From an optimization exercise on the open Yosys and OpenROAD flow, aimed at small area, a short achievable clock period and few clock cycles per item; shortcuts taken in it are not production practice.
The RTL was checked by simulation tests, not by an equivalence proof against the original design.

[design/flow/flow/run.sh]
#!/bin/bash
set -euo pipefail
export BUFFER_PORTS_ARGS="-buffer_cell sky130_fd_sc_hd__buf_1"
bash standard.sh > standard.log 2>&1
[design/flow/standard.sh]
#!/bin/bash
# synth_recipe.tcl (not shown) runs the flow's synth.tcl, then flattens the netlist and writes it again
# the make line also repeats each setting of config.mk as NAME=value (left out here)
make -C /OpenROAD-flow-scripts/flow DESIGN_CONFIG=/design/flow/config.mk WORK_HOME=/design/flow/orfs CLKGATE_MAP_FILE= SYNTH_SCRIPT=/design/flow/synth_recipe.tcl "${@:-finish}"
[design/flow/config.mk]
export PLATFORM = sky130hd
export DESIGN_NAME = sha256_core
export DESIGN_NICKNAME = sha256_core
export VERILOG_FILES = /design/flow/design.v
export SDC_FILE = /design/flow/constraint.sdc
export NUM_CORES = 4
export LEC_CHECK = 0
export CAP_MARGIN = 20
export CORE_MARGIN = 2
export CORE_UTILIZATION = 40
export SETUP_SLACK_MARGIN = 5
export SLEW_MARGIN = 20
export SYNTH_HIERARCHICAL = 1
[design/flow/constraint.sdc]
create_clock -name core_clock -period 10.0 [get_ports {clk}]
set_input_delay 2.0000 -clock core_clock [delete_from_list [all_inputs] [get_ports {clk}]]
set_output_delay 2.0000 -clock core_clock [all_outputs]
set_load 0.01 [all_outputs]
[design/flow/design.v]
module sha256_core (
    input  wire         clk,
    input  wire         rst,         
    input  wire         in_valid,
    output wire         in_ready,
    input  wire [255:0] in_state,    
    input  wire [511:0] in_block,    
    output wire         out_valid,
    input  wire         out_ready,
    output wire [255:0] out_digest   
);
  reg          busy_q;              
  reg          ov_q;                
  reg  [5:0]   t_q;                 
  reg  [31:0]  a_q, b_q, c_q, d_q, e_q, f_q, g_q, h_q;
  reg  [31:0]  ha_q;                
  reg  [31:0]  k_q;                 
  reg  [31:0]  w_q [0:15];          
  function [31:0] rotr;
    input [31:0] x;
    input integer n;
    rotr = (x >> n) | (x << (32 - n));
  endfunction
  function [31:0] big_sigma0;   input [31:0] x; big_sigma0 = rotr(x, 2) ^ rotr(x, 13) ^ rotr(x, 22); endfunction
  function [31:0] big_sigma1;   input [31:0] x; big_sigma1 = rotr(x, 6) ^ rotr(x, 11) ^ rotr(x, 25); endfunction
  function [31:0] small_sigma0; input [31:0] x; small_sigma0 = rotr(x, 7) ^ rotr(x, 18) ^ (x >> 3); endfunction
  function [31:0] small_sigma1; input [31:0] x; small_sigma1 = rotr(x, 17) ^ rotr(x, 19) ^ (x >> 10); endfunction
  function [31:0] ch;
    input [31:0] x, y, z;
    ch = (x & y) ^ (~x & z);
  endfunction
  function [31:0] maj;
    input [31:0] x, y, z;
    maj = (x & y) ^ (x & z) ^ (y & z);
  endfunction
  function [31:0] csa_s;
    input [31:0] x, y, z;
    csa_s = x ^ y ^ z;
  endfunction
  function [31:0] csa_c;
    input [31:0] x, y, z;
    csa_c = ((x & y) | (x & z) | (y & z)) << 1;
  endfunction
  localparam [2047:0] K_TABLE = {
      256'hc67178f2bef9a3f7a4506ceb90befffa8cc7020884c8781478a5636f748f82ee,
      256'h682e6ff35b9cca4f4ed8aa4a391c0cb334b0bcb52748774c1e376c0819a4c116,
      256'h106aa070f40e3585d6990624d192e819c76c51a3c24b8b70a81a664ba2bfe8a1,
      256'h92722c8581c2c92e766a0abb650a735453380d134d2c6dfc2e1b213827b70a85,
      256'h1429296706ca6351d5a79147c6e00bf3bf597fc7b00327c8a831c66d983e5152,
      256'h76f988da5cb0a9dc4a7484aa2de92c6f240ca1cc0fc19dc6efbe4786e49b69c1,
      256'hc19bf1749bdc06a780deb1fe72be5d74550c7dc3243185be12835b01d807aa98,
      256'hab1c5ed5923f82a459f111f13956c25be9b5dba5b5c0fbcf71374491428a2f98
    };
  wire [31:0] H0 = in_state[255:224], H1 = in_state[223:192],
              H2 = in_state[191:160], H3 = in_state[159:128],
              H4 = in_state[127:96],  H5 = in_state[95:64],
              H6 = in_state[63:32],   H7 = in_state[31:0];
  wire load = in_valid & ~busy_q & (~ov_q | out_ready);
  wire       busy_d = ~rst & (load | (busy_q & (t_q != 6'd63)));
  wire [5:0] t_d    = busy_q ? t_q + 6'd1 : 6'd0;
  reg        r62, r63;              
  reg        fp_q;                  
  reg  [3:0] widx_q;                
  assign in_ready  = r63;
  assign out_valid = ov_q;
  assign out_digest = {a_q, b_q, c_q, d_q, e_q, f_q, g_q, h_q};
  wire [31:0] kt = k_q;
  wire [31:0] wt = w_q[15];
  wire [31:0] s1 = big_sigma1(e_q);
  wire [31:0] cf = ch(e_q, f_q, g_q);
  wire [31:0] s0 = big_sigma0(a_q);
  wire [31:0] mj = maj(a_q, b_q, c_q);
  wire [31:0] a1s = csa_s(ha_q, wt, kt),   a1c = csa_c(ha_q, wt, kt);
  wire [31:0] a2s = csa_s(s1, cf, s0),     a2c = csa_c(s1, cf, s0);
  wire [31:0] a3s = csa_s(a1s, a1c, mj),   a3c = csa_c(a1s, a1c, mj);
  wire [31:0] a4s = csa_s(a2s, a2c, a3s),  a4c = csa_c(a2s, a2c, a3s);
  wire [31:0] a5s = csa_s(a4s, a4c, a3c),  a5c = csa_c(a4s, a4c, a3c);
  wire [31:0] a_new;
  sha256_add32 u_add_a (.x(a5s), .y(a5c), .s(a_new));
  wire [31:0] e1s = csa_s(d_q, h_q, wt),   e1c = csa_c(d_q, h_q, wt);
  wire [31:0] e2s = csa_s(kt, cf, s1),     e2c = csa_c(kt, cf, s1);
  wire [31:0] e3s = csa_s(e1s, e1c, e2s),  e3c = csa_c(e1s, e1c, e2s);
  wire [31:0] e4s = csa_s(e3s, e3c, e2c),  e4c = csa_c(e3s, e3c, e2c);
  wire [31:0] e_new;
  sha256_add32 u_add_e (.x(e4s), .y(e4c), .s(e_new));
  wire [31:0] b_new, c_new, d_new, f_new, g_new, gh_new;
  sha256_add32s u_add_b (.x(a_q), .y(H1 & {32{r63}}), .s(b_new));
  sha256_add32s u_add_c (.x(b_q), .y(H2 & {32{r63}}), .s(c_new));
  sha256_add32s u_add_d (.x(c_q), .y(r62 ? H4 : (H3 & {32{r63}})), .s(d_new));
  sha256_add32s u_add_f (.x(e_q), .y(H5 & {32{r63}}), .s(f_new));
  sha256_add32s u_add_g (.x(f_q), .y(H6 & {32{r63}}), .s(g_new));
  sha256_add32s u_add_h (.x(g_q), .y(r62 ? H0 : (H7 & {32{r63}})), .s(gh_new));
  wire [31:0] m0 = small_sigma1(w_q[14]);
  wire [31:0] m1 = small_sigma0(w_q[1]);
  wire [31:0] w1s = csa_s(m0, m1, w_q[9]), w1c = csa_c(m0, m1, w_q[9]);
  wire [31:0] w2s = csa_s(w1s, w1c, w_q[0]), w2c = csa_c(w1s, w1c, w_q[0]);
  wire [31:0] w_sched;
  sha256_add32s u_add_w (.x(w2s), .y(w2c), .s(w_sched));
  wire [31:0] w_port = in_block[511 - 32*widx_q -: 32];
  wire [31:0] w_next = fp_q ? w_port : w_sched;
  integer i;
  always @(posedge clk) begin
    for (i = 0; i < 15; i = i + 1)
      w_q[i] <= w_q[i+1];
    w_q[15] <= w_next;
    r62     <= busy_d & (t_d == 6'd62);
    r63     <= busy_d & (t_d == 6'd63);
    fp_q    <= ~busy_d | (t_d < 6'd15);
    widx_q  <= busy_d ? t_d[3:0] + 4'd1 : 4'd0;
    k_q     <= K_TABLE[32*t_d +: 32];
    if (busy_q | ~ov_q | out_ready) begin
      a_q  <= busy_q ? a_new : H0;
      b_q  <= busy_q ? b_new : H1;
      c_q  <= busy_q ? c_new : H2;
      d_q  <= busy_q ? d_new : H3;
      e_q  <= busy_q ? e_new : H4;
      f_q  <= busy_q ? f_new : H5;
      g_q  <= busy_q ? g_new : H6;
      h_q  <= busy_q ? (r62 ? g_q : gh_new) : H7;
      ha_q <= busy_q ? gh_new : H7;
    end
    if (rst) begin
      busy_q <= 1'b0;
      ov_q   <= 1'b0;
      t_q    <= 6'd0;
    end else begin
      if (out_ready) ov_q <= 1'b0;
      if (load) begin
        busy_q <= 1'b1;
        t_q    <= 6'd0;
      end else if (busy_q) begin
        t_q <= t_q + 6'd1;
        if (r63) begin
          busy_q <= 1'b0;
          ov_q   <= in_valid;
        end
      end
    end
  end
endmodule
module sha256_add32 (
    input  wire [31:0] x,
    input  wire [31:0] y,
    output wire [31:0] s
);
  wire [31:0] g0 = x & y;
  wire [31:0] p0 = x ^ y;
  wire [31:0] g1, p1, g2, p2, g3, p3, g4, p4, g5, p5;
  sha256_pfx #(.D(1))  u_l1 (.gi(g0), .pi(p0), .go(g1), .po(p1));
  sha256_pfx #(.D(2))  u_l2 (.gi(g1), .pi(p1), .go(g2), .po(p2));
  sha256_pfx #(.D(4))  u_l3 (.gi(g2), .pi(p2), .go(g3), .po(p3));
  sha256_pfx #(.D(8))  u_l4 (.gi(g3), .pi(p3), .go(g4), .po(p4));
  sha256_pfx #(.D(16)) u_l5 (.gi(g4), .pi(p4), .go(g5), .po(p5));
  assign s = p0 ^ {g5[30:0], 1'b0};
endmodule
module sha256_pfx #(
    parameter D = 1
) (
    input  wire [31:0] gi,
    input  wire [31:0] pi,
    output wire [31:0] go,
    output wire [31:0] po
);
  assign go = gi | (pi & (gi << D));
  assign po = pi & ((pi << D) | ((32'd1 << D) - 32'd1));
endmodule
module sha256_add32s (
    input  wire [31:0] x,
    input  wire [31:0] y,
    output wire [31:0] s
);
  wire [31:0] g0 = x & y;
  wire [31:0] p0 = x ^ y;
  wire [31:0] g1, p1, g2, p2, g3, p3, g4, p4, g5, p5;
  sha256_skl #(.K(0)) u_l1 (.gi(g0), .pi(p0), .go(g1), .po(p1));
  sha256_skl #(.K(1)) u_l2 (.gi(g1), .pi(p1), .go(g2), .po(p2));
  sha256_skl #(.K(2)) u_l3 (.gi(g2), .pi(p2), .go(g3), .po(p3));
  sha256_skl #(.K(3)) u_l4 (.gi(g3), .pi(p3), .go(g4), .po(p4));
  sha256_skl #(.K(4)) u_l5 (.gi(g4), .pi(p4), .go(g5), .po(p5));
  assign s = p0 ^ {g5[30:0], 1'b0};
endmodule
module sha256_skl #(
    parameter K = 0
) (
    input  wire [31:0] gi,
    input  wire [31:0] pi,
    output wire [31:0] go,
    output wire [31:0] po
);
  genvar i;
  generate
    for (i = 0; i < 32; i = i + 1) begin : bit_
      if ((i >> K) & 1) begin : comb
        localparam integer J = ((i >> K) << K) - 1;
        assign go[i] = gi[i] | (pi[i] & gi[J]);
        assign po[i] = pi[i] & pi[J];
      end else begin : pass
        assign go[i] = gi[i];
        assign po[i] = pi[i];
      end
    end
  endgenerate
endmodule
==> results of run 1 <==
## final cells by class
class | count | area (sq um)
antenna | 36 | 90.1
clock buffer | 123 | 2550
clock inverter | 50 | 616
fill | 16300 | 97200
inverter | 206 | 773
multi-input combinational | 4100 | 37800
sequential | 847 | 19900
tap | 2204 | 2760
timing repair buffer | 1147 | 4840
## registers in the layout, indices dropped and copies added (netlist names), 4 cells and up
register and count:
f_q 32, widx_q 4, w_q 512, g_q 32, h_q 32, b_q 32, k_q 32, ha_q 32
e_q 32, d_q 32, c_q 32, a_q 32, t_q 6
## per-stage QoR
stage	cell area (sq um)	setup slack, ps	instances	hold WS (ps)
floorplan	66900	5400	6347	310
global placement	65600	4560	8464	310
detailed placement	65600	4590	8464	312
CTS	68900	5010	8652	313
global route	69200	4960	8688	324
finish	69300	4910	8713	318
## what timing repair did
| item | 4_1_cts | 5_1_grt |
|---|---|---|
| hold buffers | 0 | 0 |
| resized for setup | 9 | 16 |
| setup buffers | 14 | 25 |
| gates cloned | 1 | 0 |
| setup endpoints to repair | 46 | 31 |
## metal layers
layer | vias up | global-route usage [%] | share of wire, %
met1 | 25000 | 43.5 | 40
li1 | 21100 | - | -
met4 | 50 | 17.0 | 6.0
met3 | 665 | 12.5 | 11
met5 | - | 0 | 0.11
met2 | 2803 | 51.6 | 43
## worst max path at each step
stage	start	depth (start not counted)	endpoint
6_report	c_q[23]$_DFFE_PP_	13	a_q[29]$_DFFE_PP_
5_1_grt	c_q[23]$_DFFE_PP_	13	a_q[29]$_DFFE_PP_
4_1_cts	c_q[23]$_DFFE_PP_	13	a_q[29]$_DFFE_PP_
3_5_place_dp	e_q[6]$_DFFE_PP_	14	e_q[31]$_DFFE_PP_
3_3_place_gp	e_q[6]$_DFFE_PP_	14	e_q[25]$_DFFE_PP_
2_1_floorplan	out_ready	2	a_q[0]$_DFFE_PP_
==> results.toml, run 1 <==
[outcome]
status = "finished clean"

[critical_path]
start_kind = "flip-flop"
cpPeakStageDelay_ps = 960
cp-end-kind = "flip-flop"
path_cells = "o21ai_0 > fa_1 > fa_1 > inv_1 > fa_1 > ha_1 > and2_1 > a21o_1 > a21o_1 > a21o_1 > a21o_1 > xor2_1 > mux2_2"
reg2reg_depth = 13
cp_slowest_cell = "o21ai_0"
crit_arrival_ps = 5570
cp_common_cell = "a21o_1"
worst-setup-path-type = "reg -> reg"
reg2reg_to = "a_q[29]$_DFFE_PP_"
cp_max_fo = 4
r2r_slack_ps = 4910
timing.rr.start = "c_q[23]$_DFFE_PP_"
crit_family = "adder cells"
crit_buf_inv = 1
crit_required_ps = 10480

[global_routing]
grt_pass1_vias = 47800
antenna_found_initial = 113
grtUsageTotal_pct = 34.4
grt_start_max_net_pins = 144
grt_overflow = 0
grt_pass1_wl_microns = 401000

[timing]
slew-limit-headroom_pct = 9.06
finalSetupViolations = 0
period_needed_ps = 5090
maxSlewViolCount = 0
clock_skew_ps = 34.4
tns_ps = 0
hold_violations = 0
worst_pin_slew_ps = 1350
fin_crit_sh_pct = 50.9
rsz0062_at_grt = "true"
clock.fmax_ghz = 0.197

[synthesis]
avgSynthCellArea_sq_um = 10.5
synthCells = 6343
synth_warnings = 8
synth_area_sq_um = 66800

[clocking]
clk-insertion-delay-late_ps = 750
cts_sinks = 847
root_buffer = "clkbuf_16"
cts_buffer_depth = 3
clkTransAtPathRegs_ps = 70
cts_tree = "yes"
cts_buffers = 93
cts_max_level = 3

[min_path]
hold_depth = 0
hold_start = "w_q[13][10]$_DFF_P_"
min_path_type = "reg -> reg"
holdPathEnd = "w_q[12][10]$_DFF_P_"

[layout]
drive_gt1_share_pct = 11.3
layout_commonest_cell = "buf_1"
final_util_pct = 41.6
layout_common_cells = "buf_1 (1029), a21o_1 (772), and2_1 (637), dfxtp_1 (551), xor2_1 (358)"
fin_nets = 7782
areaGrowthSynthToFinish_pct = 3.65

[routing]
post_drt_wl_per_cell_microns = 34.9
finalWirelength_microns = 304000
vias = 49600
drc = 0
via_per_inst = 5.69
drt_iter0_markers = 5201
route.antenna.remaining_nets = 0
firstDrtPassIters = 8

[floorplan]
num_rows = 150
io_pins = 1030
start_util_pct = 40.1
die_w_microns = 413
dieArea_sq_um = 170000
die_h_microns = 413
core_sq_um = 166000

[place]
io_buffers = 1029
place_congestion = 1.03
dp_hpwl_microns = 251000

[flow_run]
cap_violations = 0
Testbench counts, summed over its fixed seeds: cycles 62,408, blocks 960.
==> run 2: changes to the inputs <==
--- a/design/flow/design.v
+++ b/design/flow/design.v
@@ -83,19 +83,21 @@
   wire [31:0] e4s = csa_s(e3s, e3c, e2c),  e4c = csa_c(e3s, e3c, e2c);
   wire [31:0] e_new;
   sha256_add32 u_add_e (.x(e4s), .y(e4c), .s(e_new));
+  wire [31:0] hb = {32{busy_q}};
+  wire [31:0] hl = {32{r63 | ~busy_q}};
   wire [31:0] b_new, c_new, d_new, f_new, g_new, gh_new;
-  sha256_add32s u_add_b (.x(a_q), .y(H1 & {32{r63}}), .s(b_new));
-  sha256_add32s u_add_c (.x(b_q), .y(H2 & {32{r63}}), .s(c_new));
-  sha256_add32s u_add_d (.x(c_q), .y(r62 ? H4 : (H3 & {32{r63}})), .s(d_new));
-  sha256_add32s u_add_f (.x(e_q), .y(H5 & {32{r63}}), .s(f_new));
-  sha256_add32s u_add_g (.x(f_q), .y(H6 & {32{r63}}), .s(g_new));
-  sha256_add32s u_add_h (.x(g_q), .y(r62 ? H0 : (H7 & {32{r63}})), .s(gh_new));
+  sha256_add32b u_add_b (.x(a_q & hb), .y(H1 & hl), .s(b_new));
+  sha256_add32b u_add_c (.x(b_q & hb), .y(H2 & hl), .s(c_new));
+  sha256_add32b u_add_d (.x(c_q & hb), .y(r62 ? H4 : (H3 & hl)), .s(d_new));
+  sha256_add32b u_add_f (.x(e_q & hb), .y(H5 & hl), .s(f_new));
+  sha256_add32b u_add_g (.x(f_q & hb), .y(H6 & hl), .s(g_new));
+  sha256_add32b u_add_h (.x(g_q & hb), .y(r62 ? H0 : (H7 & hl)), .s(gh_new));
   wire [31:0] m0 = small_sigma1(w_q[14]);
   wire [31:0] m1 = small_sigma0(w_q[1]);
   wire [31:0] w1s = csa_s(m0, m1, w_q[9]), w1c = csa_c(m0, m1, w_q[9]);
   wire [31:0] w2s = csa_s(w1s, w1c, w_q[0]), w2c = csa_c(w1s, w1c, w_q[0]);
   wire [31:0] w_sched;
-  sha256_add32s u_add_w (.x(w2s), .y(w2c), .s(w_sched));
+  sha256_add32b u_add_w (.x(w2s), .y(w2c), .s(w_sched));
   wire [31:0] w_port = in_block[511 - 32*widx_q -: 32];
   wire [31:0] w_next = fp_q ? w_port : w_sched;
   integer i;
@@ -110,14 +112,14 @@
     k_q     <= K_TABLE[32*t_d +: 32];
     if (busy_q | ~ov_q | out_ready) begin
       a_q  <= busy_q ? a_new : H0;
-      b_q  <= busy_q ? b_new : H1;
-      c_q  <= busy_q ? c_new : H2;
-      d_q  <= busy_q ? d_new : H3;
+      b_q  <= b_new;
+      c_q  <= c_new;
+      d_q  <= d_new;
       e_q  <= busy_q ? e_new : H4;
-      f_q  <= busy_q ? f_new : H5;
-      g_q  <= busy_q ? g_new : H6;
-      h_q  <= busy_q ? (r62 ? g_q : gh_new) : H7;
-      ha_q <= busy_q ? gh_new : H7;
+      f_q  <= f_new;
+      g_q  <= g_new;
+      h_q  <= r62 ? g_q : gh_new;
+      ha_q <= gh_new;
     end
     if (rst) begin
       busy_q <= 1'b0;
@@ -164,7 +166,7 @@
   assign go = gi | (pi & (gi << D));
   assign po = pi & ((pi << D) | ((32'd1 << D) - 32'd1));
 endmodule
-module sha256_add32s (
+module sha256_add32b (
     input  wire [31:0] x,
     input  wire [31:0] y,
     output wire [31:0] s
@@ -172,15 +174,21 @@
   wire [31:0] g0 = x & y;
   wire [31:0] p0 = x ^ y;
   wire [31:0] g1, p1, g2, p2, g3, p3, g4, p4, g5, p5;
-  sha256_skl #(.K(0)) u_l1 (.gi(g0), .pi(p0), .go(g1), .po(p1));
-  sha256_skl #(.K(1)) u_l2 (.gi(g1), .pi(p1), .go(g2), .po(p2));
-  sha256_skl #(.K(2)) u_l3 (.gi(g2), .pi(p2), .go(g3), .po(p3));
-  sha256_skl #(.K(3)) u_l4 (.gi(g3), .pi(p3), .go(g4), .po(p4));
-  sha256_skl #(.K(4)) u_l5 (.gi(g4), .pi(p4), .go(g5), .po(p5));
-  assign s = p0 ^ {g5[30:0], 1'b0};
-endmodule
-module sha256_skl #(
-    parameter K = 0
+  wire [31:0] g6, p6, g7, p7, g8, p8, g9, p9;
+  sha256_bk #(.D(1),  .S(1))  u_u1 (.gi(g0), .pi(p0), .go(g1), .po(p1));
+  sha256_bk #(.D(2),  .S(3))  u_u2 (.gi(g1), .pi(p1), .go(g2), .po(p2));
+  sha256_bk #(.D(4),  .S(7))  u_u3 (.gi(g2), .pi(p2), .go(g3), .po(p3));
+  sha256_bk #(.D(8),  .S(15)) u_u4 (.gi(g3), .pi(p3), .go(g4), .po(p4));
+  sha256_bk #(.D(16), .S(31)) u_u5 (.gi(g4), .pi(p4), .go(g5), .po(p5));
+  sha256_bk #(.D(8),  .S(23)) u_d4 (.gi(g5), .pi(p5), .go(g6), .po(p6));
+  sha256_bk #(.D(4),  .S(11)) u_d3 (.gi(g6), .pi(p6), .go(g7), .po(p7));
+  sha256_bk #(.D(2),  .S(5))  u_d2 (.gi(g7), .pi(p7), .go(g8), .po(p8));
+  sha256_bk #(.D(1),  .S(2))  u_d1 (.gi(g8), .pi(p8), .go(g9), .po(p9));
+  assign s = p0 ^ {g9[30:0], 1'b0};
+endmodule
+module sha256_bk #(
+    parameter D = 1,
+    parameter S = 1
 ) (
     input  wire [31:0] gi,
     input  wire [31:0] pi,
@@ -190,10 +198,9 @@
   genvar i;
   generate
     for (i = 0; i < 32; i = i + 1) begin : bit_
-      if ((i >> K) & 1) begin : comb
-        localparam integer J = ((i >> K) << K) - 1;
-        assign go[i] = gi[i] | (pi[i] & gi[J]);
-        assign po[i] = pi[i] & pi[J];
+      if (i >= S && ((i - S) % (2 * D)) == 0) begin : comb
+        assign go[i] = gi[i] | (pi[i] & gi[i-D]);
+        assign po[i] = pi[i] & pi[i-D];
       end else begin : pass
         assign go[i] = gi[i];
         assign po[i] = pi[i];
==> design/flow/flow/run.sh (replaced) <==
#!/bin/bash
set -euo pipefail
export BUFFER_PORTS_ARGS="-buffer_cell sky130_fd_sc_hd__buf_1"
export SETUP_SLACK_MARGIN=5.5
bash standard.sh > standard.log 2>&1
--- a/design/flow/config.mk
+++ b/design/flow/config.mk
@@ -7,7 +7,6 @@
 export LEC_CHECK = 0
 export CAP_MARGIN = 20
 export CORE_MARGIN = 2
-export CORE_UTILIZATION = 40
-export SETUP_SLACK_MARGIN = 5
+export CORE_UTILIZATION = 55
 export SLEW_MARGIN = 20
 export SYNTH_HIERARCHICAL = 1
==> run 2 against run 1 <==
Net effect: still clean; cell area rose by 0.66%; flip-flop and latch count did not move.
==> results.toml, run 2 <==
[routing]
vias = 46700
drc = 0
route.antenna.remaining_nets = 0
firstDrtPassIters = 6
via_per_inst = 5.59
finalWirelength_microns = 263000
post_drt_wl_per_cell_microns = 31.5
drt_iter0_markers = 4176

[floorplan]
dieArea_sq_um = 145000
start_util_pct = 55.3
die_h_microns = 381
die_w_microns = 381
core_sq_um = 141000
num_rows = 138
io_pins = 1030

[global_routing]
grt_overflow = 0
grt_start_max_net_pins = 130
grt_pass1_vias = 46200
grtUsageTotal_pct = 34.9
grt_pass1_wl_microns = 356000
antenna_found_initial = 38

[layout]
final.fill_count = 13200
largest-register = "w_q"
final_cell_count_no_fill = 8354
multi_input_area_sq_um = 37000
layout_common_cells = "buf_1 (1026), and2_1 (635), a21o_1 (634), dfxtp_1 (471), xor2_1 (324)"
drive_gt1_share_pct = 16.3
seqCellArea_sq_um = 20000
fin_nets = 7755
areaGrowthSynthToFinish_pct = -10.6
final_util_pct = 49.4
largest_reg_flops = 512
layout_commonest_cell = "buf_1"

[timing]
maxSlewViolCount = 0
tns_ps = 0
fin_crit_sh_pct = 46.7
period_needed_ps = 4670
clock.fmax_ghz = 0.214
rsz0062_at_grt = "true"
clock_skew_ps = 44.9
finalSetupViolations = 0
worst_pin_slew_ps = 1150
slew-limit-headroom_pct = 23.0
holdWs_ps = 312
hold_violations = 0

[critical_path]
crit_family = "adder cells"
cp_common_cell = "a21o_1"
cp_slowest_cell = "fa_2"
reg2reg_depth = 14
cp-end-kind = "flip-flop"
timing.rr.start = "ha_q[15]$_DFFE_PP_"
start_kind = "flip-flop"
crit_arrival_ps = 5090
crit_buf_inv = 2
cpPeakStageDelay_ps = 660
worst-setup-path-type = "reg -> reg"
r2r_slack_ps = 5330
crit_required_ps = 10430
reg2reg_to = "a_q[28]$_DFFE_PP_"
cp_max_fo = 4
path_cells = "fa_2 > inv_2 > fa_1 > fa_1 > inv_1 > fa_2 > ha_4 > a21o_1 > a21o_1 > a21o_1 > a21o_1 > a21o_1 > xor2_1 > mux2_4"

[clocking]
cts_sinks = 847
cts_max_level = 3
clkTransAtPathRegs_ps = 60
cts_buffer_depth = 3
clk-insertion-delay-late_ps = 720
cts_buffers = 92
cts_tree = "yes"
root_buffer = "clkbuf_16"

[place]
dp_hpwl_microns = 212000
io_buffers = 1029
dp_cells = 7959
place_congestion = 1.03

[synthesis]
synth_warnings = 8
synthCells = 8137
synth_area_sq_um = 78000
avgSynthCellArea_sq_um = 9.59

[min_path]
holdPathEnd = "w_q[3][16]$_DFF_P_"
hold_depth = 0
min_path_type = "reg -> reg"
hold_start = "w_q[4][16]$_DFF_P_"

[flow_run]
cap_violations = 0

[outcome]
status = "finished clean"
[run 2: repair_timing]
action	4_1_cts	5_1_grt
buffers inserted	155	48
setup endpoints to repair	157	101
pin swaps	46	88
cloned	1	1
resized for setup	245	237
hold buffers	0	0
[run 2: how the worst max path moves through the flow]
stage	from	endpoint	slack [ps]	depth (start not counted)
floorplan	out_ready	a_q[0]$_DFFE_PP_	5430	2
global placement	in_state[1]	h_q[31]$_DFFE_PP_	4620	14
detailed placement	in_state[1]	h_q[31]$_DFFE_PP_	4580	14
CTS	ha_q[15]$_DFFE_PP_	a_q[28]$_DFFE_PP_	5350	14
global route	ha_q[15]$_DFFE_PP_	a_q[28]$_DFFE_PP_	5290	14
finish	ha_q[15]$_DFFE_PP_	a_q[28]$_DFFE_PP_	5330	14
[run 2: stage by stage]
step / cell area, sq um / setup slack, ps
4_1_cts: 68100 / 5350
3_5_place_dp: 62100 / 4580
3_3_place_gp: 62100 / 4620
6_report: 69700 / 5330
5_1_grt: 69700 / 5290
2_1_floorplan: 78100 / 5430
[run 2: area by class of cell]
| class | instances | area share (%) |
|---|---|---|
| Sequential cell | 847 | 28.7 |
| Multi-Input combinational cell | 3932 | 53.0 |
| Inverter | 207 | 1.11 |
| Tap cell | 1890 | 3.39 |
| Antenna cell | 19 | 0.0682 |
| Clock buffer | 111 | 3.51 |
| Timing Repair Buffer | 1288 | 8.94 |
| Clock inverter | 60 | 1.27 |
[run 2: routing by layer]
| layer | global-route usage, % | routed length (microns) |
|---|---|---|
| met2 | 57.1 | 121000 |
| met1 | 41.8 | 99700 |
| met3 | 7.49 | 21100 |
| met4 | 22.0 | 20700 |
| met5 | 0 | 163 |
[run 2: worst reg2reg max path, stage by stage (launching register included)]
cell and delay [ps]:
edfxtp_1 500, fa_2 660, inv_2 50, fa_1 480, fa_1 530, inv_1 50
fa_2 550, ha_4 230, a21o_1 220, a21o_1 190, a21o_1 200, a21o_1 170
a21o_1 160, xor2_1 140, mux2_4 260
Testbench counts of run 2, summed over its fixed seeds: cycles 62,408, blocks 960.
==> run 3: changes to the inputs <==
--- a/design/flow/design.v
+++ b/design/flow/design.v
@@ -75,14 +75,17 @@
   wire [31:0] a3s = csa_s(a1s, a1c, mj),   a3c = csa_c(a1s, a1c, mj);
   wire [31:0] a4s = csa_s(a2s, a2c, a3s),  a4c = csa_c(a2s, a2c, a3s);
   wire [31:0] a5s = csa_s(a4s, a4c, a3c),  a5c = csa_c(a4s, a4c, a3c);
-  wire [31:0] a_new;
-  sha256_add32 u_add_a (.x(a5s), .y(a5c), .s(a_new));
+  wire        hold  = ov_q & ~out_ready;
+  wire [31:0] a_alt = hold ? a_q : H0;
+  wire [31:0] e_alt = hold ? e_q : H4;
+  wire [31:0] a_next;
+  sha256_add32 u_add_a (.x(a5s), .y(a5c), .sel(busy_q), .alt(a_alt), .s(a_next));
   wire [31:0] e1s = csa_s(d_q, h_q, wt),   e1c = csa_c(d_q, h_q, wt);
   wire [31:0] e2s = csa_s(kt, cf, s1),     e2c = csa_c(kt, cf, s1);
   wire [31:0] e3s = csa_s(e1s, e1c, e2s),  e3c = csa_c(e1s, e1c, e2s);
   wire [31:0] e4s = csa_s(e3s, e3c, e2c),  e4c = csa_c(e3s, e3c, e2c);
-  wire [31:0] e_new;
-  sha256_add32 u_add_e (.x(e4s), .y(e4c), .s(e_new));
+  wire [31:0] e_next;
+  sha256_add32 u_add_e (.x(e4s), .y(e4c), .sel(busy_q), .alt(e_alt), .s(e_next));
   wire [31:0] hb = {32{busy_q}};
   wire [31:0] hl = {32{r63 | ~busy_q}};
   wire [31:0] b_new, c_new, d_new, f_new, g_new, gh_new;
@@ -110,12 +113,12 @@
     fp_q    <= ~busy_d | (t_d < 6'd15);
     widx_q  <= busy_d ? t_d[3:0] + 4'd1 : 4'd0;
     k_q     <= K_TABLE[32*t_d +: 32];
+    a_q <= a_next;
+    e_q <= e_next;
     if (busy_q | ~ov_q | out_ready) begin
-      a_q  <= busy_q ? a_new : H0;
       b_q  <= b_new;
       c_q  <= c_new;
       d_q  <= d_new;
-      e_q  <= busy_q ? e_new : H4;
       f_q  <= f_new;
       g_q  <= g_new;
       h_q  <= r62 ? g_q : gh_new;
@@ -143,6 +146,8 @@
 module sha256_add32 (
     input  wire [31:0] x,
     input  wire [31:0] y,
+    input  wire        sel,
+    input  wire [31:0] alt,
     output wire [31:0] s
 );
   wire [31:0] g0 = x & y;
@@ -153,7 +158,8 @@
   sha256_pfx #(.D(4))  u_l3 (.gi(g2), .pi(p2), .go(g3), .po(p3));
   sha256_pfx #(.D(8))  u_l4 (.gi(g3), .pi(p3), .go(g4), .po(p4));
   sha256_pfx #(.D(16)) u_l5 (.gi(g4), .pi(p4), .go(g5), .po(p5));
-  assign s = p0 ^ {g5[30:0], 1'b0};
+  wire [31:0] pm = sel ? p0 : alt;
+  assign s = pm ^ ({g5[30:0], 1'b0} & {32{sel}});
 endmodule
 module sha256_pfx #(
     parameter D = 1
--- a/design/flow/config.mk
+++ b/design/flow/config.mk
@@ -7,6 +7,8 @@
 export LEC_CHECK = 0
 export CAP_MARGIN = 20
 export CORE_MARGIN = 2
-export CORE_UTILIZATION = 55
+export CORE_UTILIZATION = 75
+export CTS_CLUSTER_DIAMETER = 80
+export CTS_CLUSTER_SIZE = 20
 export SLEW_MARGIN = 20
 export SYNTH_HIERARCHICAL = 1
==> run 3 against run 2 <==
Net effect: critical path depth down 1; cell area down 7.8%; register-to-register slack better by 140 ps; fmax up 2.6%; die area down 26%; first-iteration DRC count up 53%; core utilization up 13 points; clock skew down 3.3 ps; via count up 3.6%; synthesized cell count up 0.43%; largest cell class unchanged; highest routed layer unchanged.
==> results.toml, run 3 <==
[clocking]
cts_tree = "yes"
clk-insertion-delay-late_ps = 710
root_buffer = "clkbuf_16"
cts_buffer_depth = 3
clkTransAtPathRegs_ps = 100
cts_max_level = 2
cts_hold_buf = 0
cts_sinks = 847
cts_buffers = 56

[global_routing]
grt_pass1_wl_microns = 362000
antenna_found_initial = 86
grt_start_max_net_pins = 145
grtUsageTotal_pct = 48.9
grt_overflow = 0
grt_pass1_vias = 47200

[timing]
slew-limit-headroom_pct = 15.1
clock.fmax_ghz = 0.220
rsz0062_at_grt = "true"
tns_ps = 0
fin_crit_sh_pct = 45.5
clock_skew_ps = 41.6
maxSlewViolCount = 0
hold_violations = 0
finalSetupViolations = 0
period_needed_ps = 4550
worst_pin_slew_ps = 1270
setup_ws_ps = 5450

[critical_path]
cpPeakStageDelay_ps = 420
crit_buf_inv = 1
cp_max_fo = 5
crit_family = "compound AO/OA/AOI/OAI gates"
timing.rr.start = "r63$_DFF_P_"
reg2reg_depth = 15
cp-end-kind = "flip-flop"
r2r_slack_ps = 5470
crit_arrival_ps = 5020
worst-setup-path-type = "in -> reg"
crit_required_ps = 10470
cp_common_cell = "a21o_1"
path_cells = "buf_1 > nand2_1 > o21ai_0 > ha_1 > and2_1 > and2_1 > a21o_1 > a21o_1 > a21o_1 > a21o_1 > a21o_1 > a21o_1 > xor2_1"
cp_slowest_cell = "buf_1"
reg2reg_to = "h_q[31]$_DFFE_PP_"
start_kind = "input pin"

[routing]
drt_iter0_markers = 6399
finalWirelength_microns = 268000
via_per_inst = 6.33
firstDrtPassIters = 6
drc = 0
vias = 48400
post_drt_wl_per_cell_microns = 35.0
route.antenna.remaining_nets = 0

[place]
dp_hpwl_microns = 217000
dp_slack_ps = 4790
place_congestion = 1.08
io_buffers = 1029

[layout]
drive_gt1_share_pct = 10.9
largest-register = "w_q"
areaGrowthSynthToFinish_pct = -17.9
layout_common_cells = "buf_1 (1029), and2_1 (651), a21o_1 (645), dfxtp_1 (529), ha_1 (330)"
fin_nets = 7558
layout_commonest_cell = "buf_1"
largest_reg_flops = 512

[synthesis]
synthCells = 8172
avgSynthCellArea_sq_um = 9.58
synth_warnings = 8
synth_area_sq_um = 78300

[flow_run]
cap_violations = 0

[min_path]
min_path_type = "reg -> reg"
hold_depth = 0
hold_start = "w_q[5][5]$_DFF_P_"
holdPathEnd = "w_q[4][5]$_DFF_P_"

[outcome]
status = "finished clean"

[floorplan]
start_util_pct = 75.7
core_sq_um = 103000
dieArea_sq_um = 107000
die_w_microns = 327
num_rows = 118
io_pins = 1030
die_h_microns = 327
==> run 3: worst max-delay path by stage <==
stage | startpoint | to | slack (ps) | cells past startpoint
3_5_place_dp | in_state[111] | d_q[31]$_DFFE_PP_ | 4790 | 13
6_report | in_state[111] | d_q[31]$_DFFE_PP_ | 5450 | 13
5_1_grt | w_q[1][21]$_DFF_P_ | w_q[15][31]$_DFF_P_ | 5400 | 16
4_1_cts | busy_q$_SDFF_PP0_ | d_q[31]$_DFFE_PP_ | 5480 | 13
3_3_place_gp | in_state[130] | d_q[31]$_DFFE_PP_ | 4820 | 13
2_1_floorplan | in_state[4] | h_q[31]$_DFFE_PP_ | 5510 | 14
==> run 3: what timing repair did <==
| action | CTS | global route |
|---|---|---|
| cloned | 3 | 0 |
| setup endpoints to repair | 101 | 63 |
| pin swaps | 0 | 1 |
| resized for setup | 110 | 126 |
| buffers inserted | 0 | 6 |
==> run 3: per-stage QoR <==
step | cells | util, % | cell area [sq um] | hold slack, ps
3_3_place_gp | 7483 | 59.4 | 61400 | 310
5_1_grt | 7598 | 62.0 | 64200 | 312
2_1_floorplan | 8176 | - | 78400 | 310
4_1_cts | 7574 | 61.5 | 63600 | 314
6_report | 7635 | 62.1 | 64300 | 313
3_5_place_dp | 7483 | 59.4 | 61400 | 312
==> run 3: layout make-up <==
class	count	area, sq um
Tap cell	1380	1730
Clock buffer	66	1480
Clock inverter	22	352
Antenna cell	54	135
Multi-Input combinational cell	3963	36000
Inverter	206	773
Fill cell	8644	39200
Timing Repair Buffer	1097	4510
Sequential cell	847	19400
==> run 3: per-layer routing <==
layer,GRT usage [%],part of all wire (%),vias up
met5,0,0.072,-
met4,38.2,9.9,24
met2,72.8,42,3692
met1,56.7,34,23600
li1,-,-,20000
met3,18.5,13,961
Testbench counts of run 3, summed over its fixed seeds: cycles 62,408, blocks 960.
==> run 4: changes to the inputs <==
--- a/design/flow/config.mk
+++ b/design/flow/config.mk
@@ -7,7 +7,7 @@
 export LEC_CHECK = 0
 export CAP_MARGIN = 20
 export CORE_MARGIN = 2
-export CORE_UTILIZATION = 75
+export CORE_UTILIZATION = 55
 export CTS_CLUSTER_DIAMETER = 80
 export CTS_CLUSTER_SIZE = 20
 export SLEW_MARGIN = 20
==> run 4 against run 3 <==
Net effect: global-route usage down 13 points; area after synthesis did not move; core utilization down 16 points; critical path type unchanged; first-iteration DRC count decreased by 38%; via count is 5.1% lower; sequential share of layout area down 0.55 points; largest cell class unchanged.
==> results.toml, run 4 <==
[outcome]
status = "finished clean"

[global_routing]
grt_pass1_wl_microns = 364000
grtUsageTotal_pct = 35.8
grt_overflow = 0
grt_start_max_net_pins = 145
grt_pass1_vias = 46000
antenna_found_initial = 54

[place]
place_congestion = 1.03
dp_hpwl_microns = 219000
io_buffers = 1029

[critical_path]
cp_max_fo = 5
cp_slowest_cell = "a21o_2"
start_kind = "input pin"
crit_family = "compound AO/OA/AOI/OAI gates"
reg2reg_to = "e_q[30]$_DFF_P_"
r2r_slack_ps = 5540
crit_buf_inv = 1
cp-end-kind = "flip-flop"
crit_arrival_ps = 4990
reg2reg_depth = 13
crit_required_ps = 10460
path_cells = "buf_1 > nand2_1 > o21ai_1 > ha_1 > and2_1 > and2_2 > a21o_1 > a21o_2 > a21o_1 > a21o_1 > a21o_1 > a21o_1 > xor2_1 > mux2_2"
cpPeakStageDelay_ps = 340
timing.rr.start = "e_q[1]$_DFF_P_"
cp_common_cell = "a21o_1"
worst-setup-path-type = "in -> reg"

[layout]
areaGrowthSynthToFinish_pct = -16.0
layout_common_cells = "buf_1 (1029), and2_1 (650), a21o_1 (643), dfxtp_1 (512), ha_1 (317)"
final.fill_count = 13500
final_util_pct = 46.5
largest-register = "w_q"
largest_reg_flops = 512
drive_gt1_share_pct = 12.0
fin_nets = 7579
layout_commonest_cell = "buf_1"

[clocking]
cts_tree = "yes"
cts_buffers = 60
cts_hold_buf = 0
cts_sinks = 847
cts_buffer_depth = 3
cts_max_level = 2
clkTransAtPathRegs_ps = 90
clk-insertion-delay-late_ps = 720
root_buffer = "clkbuf_16"

[floorplan]
core_sq_um = 141000
num_rows = 138
io_pins = 1030
die_w_microns = 381
dieArea_sq_um = 145000
start_util_pct = 55.4
die_h_microns = 381

[timing]
maxSlewViolCount = 0
tns_ps = 0
holdWs_ps = 315
worst_pin_slew_ps = 1200
clock.fmax_ghz = 0.221
clock_skew_ps = 41.9
finalSetupViolations = 0
fin_crit_sh_pct = 45.3
hold_violations = 0
rsz0062_at_grt = "true"
period_needed_ps = 4530
slew-limit-headroom_pct = 19.7

[routing]
firstDrtPassIters = 6
drc = 0
post_drt_wl_per_cell_microns = 32.8
finalWirelength_microns = 267000
drt_iter0_markers = 3978
route.antenna.remaining_nets = 0
vias = 45900
via_per_inst = 5.63

[min_path]
min_path_type = "reg -> reg"
hold_start = "w_q[7][0]$_DFF_P_"
holdPathEnd = "w_q[6][0]$_DFF_P_"
hold_depth = 0

[synthesis]
synthCells = 8172
synth_warnings = 8
avgSynthCellArea_sq_um = 9.58
synth_area_sq_um = 78300

[flow_run]
cap_violations = 0
run 4: worst max-delay path by stage:
stage,start,to,slack (ps),depth (start not counted)
floorplan,in_state[4],h_q[31]$_DFFE_PP_,5510,14
global placement,busy_q$_SDFF_PP0_,h_q[31]$_DFFE_PP_,4360,16
detailed placement,busy_q$_SDFF_PP0_,h_q[31]$_DFFE_PP_,4310,16
CTS,in_state[8],h_q[31]$_DFFE_PP_,5440,14
global route,in_state[9],h_q[31]$_DFFE_PP_,5440,14
finish,in_state[7],h_q[31]$_DFFE_PP_,5470,14
run 4: what timing repair did:
item,in CTS,in global routing
resized for setup,189,144
setup buffers,2,18
gates cloned,3,0
pin swaps,0,27
endpoints found under the setup margin,180,55
run 4: cell type report:
class                   count  area (sq um)  share of cell area (%)
diodes                     34          85.1                   0.129
clock buffers              67          1570                    2.39
clock inverters            27           399                   0.607
inverters                 206           777                    1.18
multi-input cells        3963         36400                    55.4
flip-flops and latches    847         19400                    29.6
well taps                1890          2360                    3.60
repair buffers           1114          4680                    7.11
run 4: through the flow:
stage | setup WS (ps) | area, sq um | std cells
after floorplan | 5510 | 78400 | 8176
after detailed placement | 4310 | 62100 | 7997
final | 5470 | 65800 | 8148
after global routing | 5440 | 65700 | 8124
after global placement | 4360 | 62100 | 7996
after CTS | 5440 | 64700 | 8096
run 4: layer usage:
metal | GRT usage [%] | vias to the layer above | share of wire, %
met5 | 0 | - | 0.034
met4 | 18.6 | 14 | 6.5
met3 | 6.12 | 485 | 7.5
met2 | 57.9 | 2174 | 46
met1 | 46.0 | 23100 | 40
li1 | - | 20100 | -
==> run 5: changes to the inputs <==
--- a/design/flow/config.mk
+++ b/design/flow/config.mk
@@ -7,7 +7,7 @@
 export LEC_CHECK = 0
 export CAP_MARGIN = 20
 export CORE_MARGIN = 2
-export CORE_UTILIZATION = 55
+export CORE_UTILIZATION = 65
 export CTS_CLUSTER_DIAMETER = 80
 export CTS_CLUSTER_SIZE = 20
 export SLEW_MARGIN = 20
==> run 5 against run 4 <==
Net effect: global-route usage increased by 7.0 points; synthesized cell count did not move; core utilization grew 7.6 points; via count increased by 3.1%; critical path type is now reg -> reg; largest cell class unchanged.
==> results.toml, run 5 <==
[timing]
slew-limit-headroom_pct = 25.9
worst_pin_slew_ps = 1110
fin_crit_sh_pct = 44.6
period_needed_ps = 4460
holdWs_ps = 316
clock.fmax_ghz = 0.224
hold_violations = 0
finalSetupViolations = 0
maxSlewViolCount = 0
tns_ps = 0
clock_skew_ps = 53.3
rsz0062_at_grt = "true"
setup_ws_ps = 5540

[clocking]
cts_hold_buf = 0
cts_sinks = 847
cts_buffers = 57
root_buffer = "clkbuf_16"
clkTransAtPathRegs_ps = 90
clk-insertion-delay-late_ps = 730
cts_buffer_depth = 3
cts_tree = "yes"
cts_max_level = 2

[layout]
largest-register = "w_q"
final_util_pct = 54.1
fin_nets = 7553
layout_common_cells = "buf_1 (1029), and2_1 (651), a21o_1 (644), dfxtp_1 (524), ha_1 (333)"
multi_input_area_sq_um = 36000
largest_reg_flops = 512
stdcell_area_sq_um = 64700
layout_commonest_cell = "buf_1"
final_cell_count_no_fill = 7865
seqCellArea_sq_um = 19400
final.fill_count = 10900
areaGrowthSynthToFinish_pct = -17.4
drive_gt1_share_pct = 10.9

[routing]
firstDrtPassIters = 6
drt_iter0_markers = 5502
post_drt_wl_per_cell_microns = 34.5
drc = 0
via_per_inst = 6.02
finalWirelength_microns = 272000
route.antenna.remaining_nets = 0
vias = 47300

[global_routing]
antenna_found_initial = 92
grt_start_max_net_pins = 160
grt_pass1_wl_microns = 361000
grt_overflow = 0
grt_pass1_vias = 45100
grtUsageTotal_pct = 42.9

[floorplan]
start_util_pct = 65.5
die_h_microns = 351
die_w_microns = 351
io_pins = 1030
num_rows = 127
dieArea_sq_um = 123000
core_sq_um = 120000

[place]
placed_area_sq_um = 61700
io_buffers = 1029
dp_hpwl_microns = 219000
dp_slack_ps = 4800
place_congestion = 1.16
dp_cells = 7712

[synthesis]
synth_area_sq_um = 78300
avgSynthCellArea_sq_um = 9.58
synth_warnings = 8
synthCells = 8172

[critical_path]
crit_arrival_ps = 5070
reg2reg_to = "a_q[23]$_DFF_P_"
cp_max_fo = 4
cp_slowest_cell = "fa_1"
start_kind = "flip-flop"
path_cells = "fa_1 > inv_1 > fa_1 > fa_1 > inv_1 > fa_1 > ha_1 > a21o_1 > a21o_1 > a21o_1 > a21o_1 > a21o_1 > xnor2_1 > a21oi_2"
timing.rr.start = "k_q[18]$_DFF_P_"
cp_common_cell = "a21o_1"
reg2reg_depth = 14
cpPeakStageDelay_ps = 560
crit_required_ps = 10600
r2r_slack_ps = 5540
cp-end-kind = "flip-flop"
worst-setup-path-type = "reg -> reg"

[min_path]
hold_depth = 0
min_path_type = "reg -> reg"
hold_start = "w_q[7][21]$_DFF_P_"
holdPathEnd = "w_q[6][21]$_DFF_P_"

[outcome]
status = "finished clean"

[flow_run]
cap_violations = 0
-- run 5: worst max path at each step --
stage,startpoint,end,slack (ps)
2_1_floorplan,in_state[4],h_q[31]$_DFFE_PP_,5510
3_3_place_gp,in_state[111],d_q[31]$_DFFE_PP_,4830
3_5_place_dp,in_state[111],d_q[31]$_DFFE_PP_,4800
4_1_cts,r63$_DFF_P_,h_q[31]$_DFFE_PP_,5450
5_1_grt,r63$_DFF_P_,h_q[31]$_DFFE_PP_,5450
6_report,k_q[18]$_DFF_P_,a_q[23]$_DFF_P_,5540
-- run 5: per-layer routing --
layer	routed length [microns]	up-vias	global-route usage, %
met5	526	-	0
met4	19100	50	24.5
met3	29000	718	12.1
met2	119000	3003	65.9
met1	104000	23500	54.0
li1	-	20100	-
-- run 5: worst max-delay path, delay by kind of cell (launching register included) --
kind,cells,cell delay [ps]
AO/OA/AOI/OAI,6,1000
buffers and inverters,2,170
XOR/XNOR,1,290
adder cells (fa/ha/maj),5,2350
flip-flops,1,540
-- run 5: timing repair --
action	4_1_cts	5_1_grt
resized for setup	131	106
buffers inserted	1	3
pin swaps	5	4
endpoints found under the setup margin	74	61
cloned	2	0
-- run 5: cell type report --
class / count / share of cell area [%]
Timing Repair Buffer: 1092 / 6.93
Antenna cell: 57 / 0.220
Multi-Input combinational cell: 3962 / 55.7
Sequential cell: 847 / 29.9
Clock buffer: 65 / 2.35
Tap cell: 1612 / 3.12
Inverter: 206 / 1.20
Clock inverter: 24 / 0.563
==> run 6: changes to the inputs <==
--- a/design/flow/design.v
+++ b/design/flow/design.v
@@ -70,20 +70,29 @@
   wire [31:0] cf = ch(e_q, f_q, g_q);
   wire [31:0] s0 = big_sigma0(a_q);
   wire [31:0] mj = maj(a_q, b_q, c_q);
-  wire [31:0] a1s = csa_s(ha_q, wt, kt),   a1c = csa_c(ha_q, wt, kt);
-  wire [31:0] a2s = csa_s(s1, cf, s0),     a2c = csa_c(s1, cf, s0);
-  wire [31:0] a3s = csa_s(a1s, a1c, mj),   a3c = csa_c(a1s, a1c, mj);
-  wire [31:0] a4s = csa_s(a2s, a2c, a3s),  a4c = csa_c(a2s, a2c, a3s);
-  wire [31:0] a5s = csa_s(a4s, a4c, a3c),  a5c = csa_c(a4s, a4c, a3c);
+  wire [31:0] a1s, a1c;
+  sha256_csa u_a1s (.x(ha_q), .y(wt), .z(kt), .s(a1s), .c(a1c));
+  wire [31:0] a2s, a2c;
+  sha256_csa u_a2s (.x(s1), .y(cf), .z(s0), .s(a2s), .c(a2c));
+  wire [31:0] a3s, a3c;
+  sha256_csa u_a3s (.x(a1s), .y(a1c), .z(mj), .s(a3s), .c(a3c));
+  wire [31:0] a4s, a4c;
+  sha256_csa u_a4s (.x(a2s), .y(a2c), .z(a3s), .s(a4s), .c(a4c));
+  wire [31:0] a5s, a5c;
+  sha256_csa u_a5s (.x(a4s), .y(a4c), .z(a3c), .s(a5s), .c(a5c));
   wire        hold  = ov_q & ~out_ready;
   wire [31:0] a_alt = hold ? a_q : H0;
   wire [31:0] e_alt = hold ? e_q : H4;
   wire [31:0] a_next;
   sha256_add32 u_add_a (.x(a5s), .y(a5c), .sel(busy_q), .alt(a_alt), .s(a_next));
-  wire [31:0] e1s = csa_s(d_q, h_q, wt),   e1c = csa_c(d_q, h_q, wt);
-  wire [31:0] e2s = csa_s(kt, cf, s1),     e2c = csa_c(kt, cf, s1);
-  wire [31:0] e3s = csa_s(e1s, e1c, e2s),  e3c = csa_c(e1s, e1c, e2s);
-  wire [31:0] e4s = csa_s(e3s, e3c, e2c),  e4c = csa_c(e3s, e3c, e2c);
+  wire [31:0] e1s, e1c;
+  sha256_csa u_e1s (.x(d_q), .y(h_q), .z(wt), .s(e1s), .c(e1c));
+  wire [31:0] e2s, e2c;
+  sha256_csa u_e2s (.x(kt), .y(cf), .z(s1), .s(e2s), .c(e2c));
+  wire [31:0] e3s, e3c;
+  sha256_csa u_e3s (.x(e1s), .y(e1c), .z(e2s), .s(e3s), .c(e3c));
+  wire [31:0] e4s, e4c;
+  sha256_csa u_e4s (.x(e3s), .y(e3c), .z(e2c), .s(e4s), .c(e4c));
   wire [31:0] e_next;
   sha256_add32 u_add_e (.x(e4s), .y(e4c), .sel(busy_q), .alt(e_alt), .s(e_next));
   wire [31:0] hb = {32{busy_q}};
@@ -97,8 +106,10 @@
   sha256_add32b u_add_h (.x(g_q & hb), .y(r62 ? H0 : (H7 & hl)), .s(gh_new));
   wire [31:0] m0 = small_sigma1(w_q[14]);
   wire [31:0] m1 = small_sigma0(w_q[1]);
-  wire [31:0] w1s = csa_s(m0, m1, w_q[9]), w1c = csa_c(m0, m1, w_q[9]);
-  wire [31:0] w2s = csa_s(w1s, w1c, w_q[0]), w2c = csa_c(w1s, w1c, w_q[0]);
+  wire [31:0] w1s, w1c;
+  sha256_csa u_w1s (.x(m0), .y(m1), .z(w_q[9]), .s(w1s), .c(w1c));
+  wire [31:0] w2s, w2c;
+  sha256_csa u_w2s (.x(w1s), .y(w1c), .z(w_q[0]), .s(w2s), .c(w2c));
   wire [31:0] w_sched;
   sha256_add32b u_add_w (.x(w2s), .y(w2c), .s(w_sched));
   wire [31:0] w_port = in_block[511 - 32*widx_q -: 32];
@@ -214,3 +225,13 @@
     end
   endgenerate
 endmodule
+module sha256_csa (
+    input  wire [31:0] x,
+    input  wire [31:0] y,
+    input  wire [31:0] z,
+    output wire [31:0] s,
+    output wire [31:0] c
+);
+  assign s = x ^ y ^ z;
+  assign c = ((x & y) | (x & z) | (y & z)) << 1;
+endmodule
==> run 6 against run 5 <==
Net effect: clock skew is 4.9 ps lower; core utilization is 0.62 points lower; cell area is 2.7% lower; final cell count is 6.0% lower; count of clock-buffer cells in the layout is 1 higher; global-route usage is 1.0 points higher; worst setup slack worse by 91 ps; critical path depth is 3 lower; hold slack better by 4.1 ps; critical endpoint is now a_q[12]$_DFF_P_; area after synthesis is 1.6% lower; non-clock buffer count is 3 lower.
==> results.toml, run 6 <==
[place]
dp_slack_ps = 4570
place_congestion = 1.07
io_buffers = 1029
dp_hpwl_microns = 220000
placed_area_sq_um = 60200

[routing]
drc = 0
via_per_inst = 6.08
firstDrtPassIters = 6
route.antenna.remaining_nets = 0
vias = 44900
drt_iter0_markers = 5058
post_drt_wl_per_cell_microns = 36.6
finalWirelength_microns = 271000

[timing]
tns_ps = 0
clock_skew_ps = 48.4
slew-limit-headroom_pct = 24.4
worst_pin_slew_ps = 1130
rsz0062_at_grt = "true"
period_needed_ps = 4550
setup_ws_ps = 5450
clock.fmax_ghz = 0.220
hold_violations = 0
fin_crit_sh_pct = 45.5
maxSlewViolCount = 0
finalSetupViolations = 0

[layout]
fin_nets = 7197
drive_gt1_share_pct = 11.4
areaGrowthSynthToFinish_pct = -18.3
stdcell_area_sq_um = 62900
largest-register = "w_q"
layout_commonest_cell = "buf_1"
layout_common_cells = "buf_1 (1028), and2_1 (649), a21o_1 (612), dfxtp_1 (534), fa_1 (341)"
largest_reg_flops = 512

[global_routing]
antenna_found_initial = 94
grt_overflow = 0
grt_start_max_net_pins = 80
grt_pass1_vias = 43700
grtUsageTotal_pct = 43.9
grt_pass1_wl_microns = 363000

[min_path]
holdPathEnd = "w_q[9][13]$_DFF_P_"
min_path_type = "reg -> reg"
hold_start = "w_q[10][13]$_DFF_P_"
hold_depth = 0

[clocking]
cts_max_level = 2
root_buffer = "clkbuf_16"
cts_buffers = 59
clk-insertion-delay-late_ps = 740
cts_buffer_depth = 3
cts_hold_buf = 0
clkTransAtPathRegs_ps = 90
cts_tree = "yes"
cts_sinks = 847

[critical_path]
crit_required_ps = 10590
worst-setup-path-type = "reg -> reg"
crit_arrival_ps = 5140
r2r_slack_ps = 5450
start_kind = "flip-flop"
cp-end-kind = "flip-flop"
cp_max_fo = 7
timing.rr.start = "e_q[10]$_DFF_P_"
reg2reg_depth = 11
reg2reg_to = "a_q[12]$_DFF_P_"

[flow_run]
cap_violations = 0

[floorplan]
start_util_pct = 65.4
die_w_microns = 348
die_h_microns = 348
core_sq_um = 118000
dieArea_sq_um = 121000
num_rows = 126
io_pins = 1030

[synthesis]
synthCells = 7799
avgSynthCellArea_sq_um = 9.88
synth_area_sq_um = 77100
synth_warnings = 9

[outcome]
status = "finished clean"
-- run 6: worst max-delay path, stage by stage (launching register included) --
cell     delay, ps
dfxtp_4        530
mux2_2         500
fa_1           480
fa_1           630
fa_1           430
ha_1           380
a21o_1         220
a21o_1         200
a21o_1         180
a21o_1         220
xnor2_1        470
a21oi_1        140
-- run 6: layout make-up --
| class | instances | area [sq um] |
|---|---|---|
| Inverter | 11 | 41.3 |
| Timing Repair Buffer | 1089 | 4460 |
| Tap cell | 1536 | 1920 |
| Clock inverter | 29 | 358 |
| Antenna cell | 45 | 113 |
| Multi-Input combinational cell | 3771 | 35100 |
| Clock buffer | 66 | 1520 |
| Fill cell | 10700 | 54800 |
| Sequential cell | 847 | 19400 |
-- run 6: worst max path at each step --
stage                               end  cells after the start                start  slack (ps)
detailed placement    g_q[31]$_DFFE_PP_                     12         in_state[33]        4570
global route            k_q[18]$_DFF_P_                     11  t_q[0]$_SDFFE_PP0P_        5460
finish                  a_q[12]$_DFF_P_                     11      e_q[10]$_DFF_P_        5450
CTS                 w_q[15][31]$_DFF_P_                     16  w_q[14][19]$_DFF_P_        5500
floorplan             h_q[31]$_DFFE_PP_                     14          in_state[4]        5510
global placement      g_q[31]$_DFFE_PP_                     12         in_state[33]        4570
-- run 6: stage by stage --
step | cells | util (%) | hold WS, ps
after global routing | 7368 | 53.4 | 329
after detailed placement | 7232 | 51.1 | 312
after CTS | 7338 | 53.0 | 324
final | 7394 | 53.4 | 320
after global placement | 7232 | 51.1 | 310
after floorplan | 7799 | - | 310
-- run 6: metal layers --
| metal | part of all wire (%) | up-vias | track usage [%] |
|---|---|---|---|
| met5 | 0.093 | - | 0 |
| met4 | 9.0 | 40 | 32.1 |
| met3 | 10 | 787 | 12.7 |
| met2 | 43 | 2731 | 66.3 |
| met1 | 37 | 22400 | 53.5 |
| li1 | - | 18900 | - |
-- run 6: timing repair --
action,4_1_cts,5_1_grt
endpoints found under the setup margin,167,42
hold endpoints to repair,0,0
pin swaps,1,4
cloned,3,1
setup buffers,8,10
gates resized for setup,91,82
Testbench counts of run 6, summed over its fixed seeds: cycles 62,408, blocks 960.
==> run 7: changes to the inputs <==
==> design/flow/flow/run.sh (replaced) <==
#!/bin/bash
set -euo pipefail
export BUFFER_PORTS_ARGS="-buffer_cell sky130_fd_sc_hd__buf_1"
export SETUP_SLACK_MARGIN=6
bash standard.sh > standard.log 2>&1
==> run 7 against run 6 <==
Net effect: still clean on timing, DRC and antenna; die area is the same; non-clock buffer count grew 244; clock skew up 13 ps; flip-flop and latch count is the same; critical endpoint is now a_q[31]$_DFF_P_; highest routed layer unchanged.
==> results.toml, run 7 <==
[place]
dp_hpwl_microns = 226000
io_buffers = 1029
place_congestion = 1.05
placed_area_sq_um = 61600
dp_cells = 7248

[floorplan]
core_sq_um = 118000
dieArea_sq_um = 121000
io_pins = 1030
num_rows = 126
die_h_microns = 348
die_w_microns = 348
start_util_pct = 65.4

[critical_path]
crit_required_ps = 10650
worst-setup-path-type = "reg -> reg"
start_kind = "flip-flop"
cp_slowest_cell = "fa_2"
cp-end-kind = "flip-flop"
path_cells = "buf_12 > mux2_4 > fa_2 > fa_1 > fa_1 > ha_4 > and2_1 > and2_1 > and2_1 > a21o_1 > a21o_1 > xnor2_1 > a21oi_1"
cpPeakStageDelay_ps = 590
cp_common_cell = "and2_1"
cp_max_fo = 4
crit_arrival_ps = 4910

[global_routing]
grt_pass1_wl_microns = 374000
grt_start_max_net_pins = 87
grt_pass1_vias = 45600
grtUsageTotal_pct = 45.3
antenna_found_initial = 86
grt_overflow = 0

[timing]
clock_skew_ps = 61.9
maxSlewViolCount = 0
finalSetupViolations = 0
period_needed_ps = 4260
clock.fmax_ghz = 0.235
rsz0062_at_grt = "true"
fin_crit_sh_pct = 42.6
holdWs_ps = 281
slew-limit-headroom_pct = 29.4
worst_pin_slew_ps = 1060
hold_violations = 0
tns_ps = 0

[routing]
firstDrtPassIters = 8
route.antenna.remaining_nets = 0
finalWirelength_microns = 284000
drc = 0
vias = 46800
via_per_inst = 6.14
drt_iter0_markers = 5099
post_drt_wl_per_cell_microns = 37.2

[clocking]
cts_buffer_depth = 3
clk-insertion-delay-late_ps = 740
cts_sinks = 847
clkTransAtPathRegs_ps = 80
cts_tree = "yes"
cts_buffers = 59
cts_hold_buf = 0
cts_max_level = 2
root_buffer = "clkbuf_16"

[flow_run]
cap_violations = 0

[min_path]
min_path_type = "reg -> reg"

[layout]
stdcell_area_sq_um = 69100
largest_reg_flops = 512
final_cell_count_no_fill = 7633
fin_nets = 7445
areaGrowthSynthToFinish_pct = -10.3
layout_common_cells = "buf_1 (1007), a21o_1 (589), and2_1 (561), dfxtp_1 (484), fa_1 (309)"
final.fill_count = 9961
largest-register = "w_q"
drive_gt1_share_pct = 23.7
layout_commonest_cell = "buf_1"

[synthesis]
synth_warnings = 9
avgSynthCellArea_sq_um = 9.88
synth_area_sq_um = 77100
synthCells = 7799

[outcome]
status = "finished clean"
[run 7: metrics by stage]
stage	setup WS, ps	utilization (%)
after floorplan	5540	-
after global placement	4260	52.3
after detailed placement	4270	52.3
after CTS	5810	57.1
after global routing	5720	58.7
final	5740	58.7
[run 7: final timing paths]
| check | from | endpoint | slack [ps] | cells after the start |
|---|---|---|---|---|
| setup / recovery | e_q[9]$_DFF_P_ | a_q[31]$_DFF_P_ | 5740 | 13 |
| hold reg to reg | w_q[11][26]$_DFF_P_ | w_q[10][26]$_DFF_P_ | 280 | 0 |
| hold / removal | w_q[11][26]$_DFF_P_ | w_q[10][26]$_DFF_P_ | 280 | 0 |
| setup reg to reg | e_q[9]$_DFF_P_ | a_q[31]$_DFF_P_ | 5740 | 13 |
[run 7: what timing repair did]
action,in CTS,in global routing
pin swaps,155,184
gates resized for setup,484,257
endpoints found under the setup margin,356,118
setup buffers,175,72
endpoints found under the hold margin,0,0
cloned,4,3
[run 7: cell type report]
| cell class | instances | area (sq um) | share of cell area (%) |
|---|---|---|---|
| multi-input combinational | 3775 | 39000 | 56.3 |
| sequential | 847 | 19500 | 28.2 |
| timing repair buffer | 1333 | 6670 | 9.65 |
| tap | 1536 | 1920 | 2.78 |
| clock buffer | 69 | 1550 | 2.23 |
| clock inverter | 26 | 379 | 0.548 |
| antenna | 36 | 90.1 | 0.130 |
| inverter | 11 | 45.0 | 0.0651 |
[run 7: worst max-delay path, delay by kind of cell, from the launching register on]
family / cells / cell delay, ps
flip-flops: 1 / 420
XOR/XNOR: 1 / 140
buffers and inverters: 1 / 160
multiplexers: 1 / 400
adder cells (fa/ha/maj): 4 / 1810
AO/OA/AOI/OAI: 3 / 650
AND/OR/NAND/NOR: 3 / 560
[run 7: routing by layer]
layer	routed length (microns)	GRT usage [%]	part of all wire, %	vias to the layer above
met5	374	0	0.13	-
met4	29300	37.7	10	54
met3	30300	13.2	11	909
met2	122000	67.9	43	3040
met1	102000	53.9	36	23400
li1	-	-	-	19400

==> afterwards: timing with drivers on the ports <==
How much do the figures lean on ideal ports? The routed layouts below were timed once more, with nothing changed but the port constraints.
Step 1, drivers: a clkbuf_16 drives clk and a buf_2 each remaining input, both assumed.
Step 2 moves the port delays by t, midway between the first and last clock arrival at a register: inputs arrive t later, outputs are due t later. That takes back most of the time a late clock gives input paths.
Slacks: ideal / step 1 / step 2; pairs: ideal / step 1.
run	t (ns)	setup slack, ns	worst register clock-pin slew, ns	pins driven straight from the clock port
run 1	0.805	4.913 / 4.913 / 4.695	0.07 / 0.07	1
run 2	0.754	5.334 / 5.334 / 4.810	0.08 / 0.08	1
run 3	0.776	5.450 / 5.462 / 4.687	0.10 / 0.10	1
run 4	0.787	5.467 / 5.504 / 4.717	0.10 / 0.10	1
run 5	0.799	5.537 / 5.537 / 4.814	0.09 / 0.09	1
run 6	0.802	5.446 / 5.446 / 4.792	0.09 / 0.09	1
run 7	0.798	5.739 / 5.739 / 5.004	0.09 / 0.09	1
After both steps every run listed still meets setup and hold. For run 3, which loses most, drivers alone change the setup slack by +0.012 ns; drivers and shift together by -0.763 ns.
